Background: an optimization exercise with open tools, aiming at small area, a short achievable clock period and few clock cycles per item. Do not read the settings as production practice.
The RTL was checked by simulation tests, not by an equivalence proof against the original design.
Power is estimated from default activity; no workload was simulated.

**flow/design.v**
```verilog
module lcy_gfmul (
    input  wire         clk,
    input  wire         rst,         
    input  wire         in_valid,
    output wire         in_ready,
    input  wire [127:0] in_x,
    input  wire [127:0] in_h,
    output wire         out_valid,
    input  wire         out_ready,
    output wire [127:0] out_z
);
  localparam [127:0] R = {8'he1, 120'h0};
  reg         busy;        
  reg         done;        
  reg [6:0]   count;       
  reg [127:0] x;           
  reg [127:0] v;           
  reg [127:0] z;           
  assign in_ready  = !busy && !done;
  assign out_valid = done;
  assign out_z     = z;
  always @(posedge clk) begin
    if (rst) begin
      busy <= 1'b0;
      done <= 1'b0;
    end else begin
      if (in_valid && in_ready) begin
        busy <= 1'b1;
      end else if (busy && count == 7'd0) begin
        busy <= 1'b0;
        done <= 1'b1;
      end else if (done && out_ready) begin
        done <= 1'b0;
      end
    end
  end
  always @(posedge clk) begin
    if (in_valid && in_ready) begin
      x     <= in_x;
      v     <= in_h;
      z     <= 128'h0;
      count <= 7'd127;
    end else if (busy) begin
      if (x[127]) z <= z ^ v;
      v     <= v[0] ? ((v >> 1) ^ R) : (v >> 1);
      x     <= {x[126:0], 1'b0};
      count <= count - 7'd1;
    end
  end
endmodule
```
**flow/run.sh**
```bash
#!/bin/bash
# synth_recipe.tcl (not shown) runs the flow's synth.tcl, then flattens the netlist and writes it again
# the make line also repeats each setting of config.mk as NAME=value (left out here)
make -C /OpenROAD-flow-scripts/flow DESIGN_CONFIG=/design/flow/config.mk WORK_HOME=/design/flow/orfs CLKGATE_MAP_FILE= SYNTH_SCRIPT=/design/flow/synth_recipe.tcl finish
```
**flow/config.mk**
```make
export PLATFORM = sky130hd
export DESIGN_NAME = lcy_gfmul
export DESIGN_NICKNAME = lcy_gfmul
export VERILOG_FILES = /design/flow/design.v
export SDC_FILE = /design/flow/constraint.sdc
export NUM_CORES = 4
export LEC_CHECK = 0
export CAP_MARGIN = 20
export CORE_MARGIN = 2
export CORE_UTILIZATION = 40
export SLEW_MARGIN = 20
```
**flow/constraint.sdc**
```tcl
create_clock -name core_clock -period 5.0 [get_ports {clk}]
set_input_delay 1.0000 -clock core_clock [delete_from_list [all_inputs] [get_ports {clk}]]
set_output_delay 1.0000 -clock core_clock [all_outputs]
set_load 0.01 [all_outputs]
```
==> results by group <==
Detailed routing
  – Initial DRC count: around 550
  – Via Count: approximately 10000
  – Post-DRT Antenna Nets: 0
  – WL final: 39.1 mm
  – Vias per cell: ~5
  – Number of detailed-route iterations in the first pass: 4
  – Drt drc: 0
  – Wire per inst: approximately 19 microns

STA
  – Skew final: roughly 0.012 ns
  – Final WS setup: between 1.5 and 2 ns
  – WHS: 0.477 ns
  – Slew Limit Fails: 0
  – Slew headroom: 24.1%
  – Final period utilization: slightly below 70%
  – Setup tns final: 0 ns
  – Max Freq: slightly below 300 MHz
  – Fin crit period: 3.39 ns
  – Setup violators final: 0
  – Final hold violations: 0
  – Slew @ Worst Pin: 1.14 ns
  – RSZ-0062 raised after global routing: no

Yosys
  – Register area share after synthesis: approximately two thirds
  – Leading post-synthesis cells by cell area: edfxtp_1 (48%), mux2_2 (18%), dfxtp_1 (17%)
  – Top_reg_cell synth: edfxtp_1
  – Flops & latches, synth: approximately 390
  – Cell taking the most area after synthesis: edfxtp_1
  – Synth Instances: 1147
  – Syn nets: 1409
  – Synth top area share: a little under half
  – Ys async rst share: 0%
  – Library cells used by synthesis: 26
  – Post-synth EDFFs: between 200 and 300
  – Yosys warning count: 1
  – Post-Syn Area: ~16000 sq um
  – Mean Syn Cell Area: roughly 14 sq um

Clocking
  – Clk sinks: 393
  – # Post-CTS Setup Buffers: 0
  – H-tree Lvls: 2
  – Clk root buf: clkbuf_16
  – CTS tree: done
  – Clock slew at the register clock pins of the worst setup and hold paths: roughly 0.060 ns
  – Number of hold buffers added after cts: 0
  – Cts bufs inserted: 44
  – Clk Latency, worst-skew pair: between 0.5 and 0.6 ns
  – PostCTS Resize Cnt: 0
  – Clock buffer depth: 3

Power and ir drop
  – Total power: approximately 8.7 mW
  – Net load switching power: ~2.1 mW
  – Comb power frac: roughly 16%
  – P_int: approximately 6.6 mW
  – Power per cell area: approximately 400 nW/um^2
  – VDD IR max: approximately 0.23 mV
  – Sw Share: about a quarter
  – Clock network fraction of total power: 35.8%
  – Leakage: approximately 7.8 nW
  – Seq pwr share: between 40% and 50%

Setup path
  – Flop2flop setup slack: around 2.2 ns
  – CP required: around 4.0 ns
  – Kind of critical path: reg2out
  – Worst-path maximum fanout: 82
  – Worst setup path start: busy
  – Startpoint Class: flop
  – RR Endpoint: v[121]
  – Critical path capture point type: output port
  – Worst r2r src: busy
  – R2R cell count: 4
  – Crit path DAT: between 2 and 2.5 ns

Min path
  – HP Class: reg2reg
  – Endpoint, Worst Hold: count[6]
  – Min-delay src: count[6]
  – Hold Crit Depth: 1

Finish
  – Core Util, Final: about 55%
  – Share of layout cells above drive strength 1: a little over a fifth
  – Commonest non-fill, non-tap cell in the layout: clkdlybuf4s50_1
  – Layout area overhead: 35.9%
  – Most frequent cells in the layout: clkdlybuf4s50_1 (389), edfxtp_1 (256), mux2_2 (252), dfxtp_1 (136), nor2_1 (132)
  – Nets: roughly 1800

Die
  – # rows: 73
  – Starting Density: slightly above 40%
  – Core area: between 30000 and 40000 sq um
  – Top Ports: 390
  – Die ar.: 41900 sq um
  – Die X: approximately 200 microns
  – Die Y: 205 microns

Outcome
  – Status: no timing/DRC/antenna violations

GRT
  – Vias in the first global route: between 10000 and 15000
  – Initial antenna violation count: 10
  – Gr ovfl total: 0
  – First-pass GRT wire length: about 60 mm
  – GRT Resource Usage Total: between 10% and 20%
  – Largest net degree at the start of global routing: about 120

Placement
  – Final HPWL DP: 25.6 mm
  – Routability cong.: 0.771
  – Post-place setup slack: 1.30 ns
  – IO buf count: between 300 and 400

Run
  – Max cap viols: 0
==> state kept, by name, summed over array words and instances, names as in the netlist <==
signal,count
v,128
x,128
z,128
count,7
busy,1
done,1
==> logic make-up after synthesis <==
logic type,count (synthesis),synth area share [%]
adder cells (fa/ha/maj),2,0.155
AO/OA/AOI/OAI,9,0.365
buffers and inverters,77,2.18
multiplexers,252,17.6
AND/OR/NAND/NOR,280,7.76
XOR/XNOR,134,7.28
flip-flops,393,64.7
==> final cells by class <==
type	count	area (sq um)
Antenna cell	7	17.5
Clock buffer	67	1240
Clock inverter	13	134
Inverter	4	18.8
Sequential cell	393	10400
Multi-Input combinational cell	677	5370
Tap cell	525	657
Timing Repair Buffer	402	4050
Fill cell	3362	17800
==> through the flow <==
stage	instances	instance area, sq um
2_1_floorplan	1147	16200
3_3_place_gp	2001	20500
3_5_place_dp	2001	20500
4_1_cts	2081	21900
5_1_grt	2083	21900
6_report	2088	21900
==> worst max-delay path, cell delays in order (launching register included) <==
cell             delay [ns]
dfxtp_4                0.37
buf_4                  0.78
nor2_1                 0.16
clkdlybuf4s50_1        0.53
==> how the worst max path moves through the flow <==
stage,to,cells past startpoint
after CTS,in_ready,3
after global placement,x[48],5
final,in_ready,3
after detailed placement,x[63],5
after floorplan,v[0],5
after global routing,in_ready,3
==> synth_stat cells (2+ instances only) <==
cell type,instances
nand3_1,129
nor2_1,133
nand2_1,11
buf_1,2
dfxtp_1,137
clkbuf_1,21
buf_2,50
edfxtp_1,256
mux2_2,252
o21ai_0,4
inv_1,4
xor2_1,129
ha_1,2
xnor2_1,5
==> per-layer routing <==
layer	GRT usage, %	vias to the layer above	part of all wire, %
li1	-	4858	-
met1	24.7	4946	44
met2	27.5	327	44
met3	7.21	59	9.5
met4	5.12	10	2.1
met5	0	-	0.15
==> power groups by stage <==
stage | clock [mW] | combinational (mW) | sequential (mW)
finish | 3.13 | 1.39 | 4.21
global route | 3.35 | 1.51 | 4.26
floorplan | 0 | 0.695 | 4.31
detailed placement | 0 | 1.40 | 4.28
CTS | 3.22 | 1.41 | 4.22
global placement | 0 | 1.39 | 4.27
Testbench counts, summed over its fixed seeds: cycles 124,800, blocks 960.

port drivers added, routing unchanged:
The flow's constraints put no driver on any port. The routed layout listed below was extracted and timed again, unchanged, in two steps.
Step 1: set_driving_cell puts a clkbuf_16 on clk and a buf_2 on each other input, an assumption about the parent block.
Step 2, shift: input delay + t, output delay - t, t = (earliest + latest rising clock arrival at the registers) / 2. This alone moves slack from input paths to output paths.
Slacks: ideal / step 1 / step 2; pairs: ideal / step 1.
t (ns): 0.598
slack for setup (ns): 1.606 / 1.555 / 1.291
worst data-port slew with drivers (ns): 0.10
cell pins on the clock port's net: 1
After both steps setup and hold are still met in this run. The setup slack of this run moves by -0.051 ns with the drivers and by -0.315 ns with both steps.
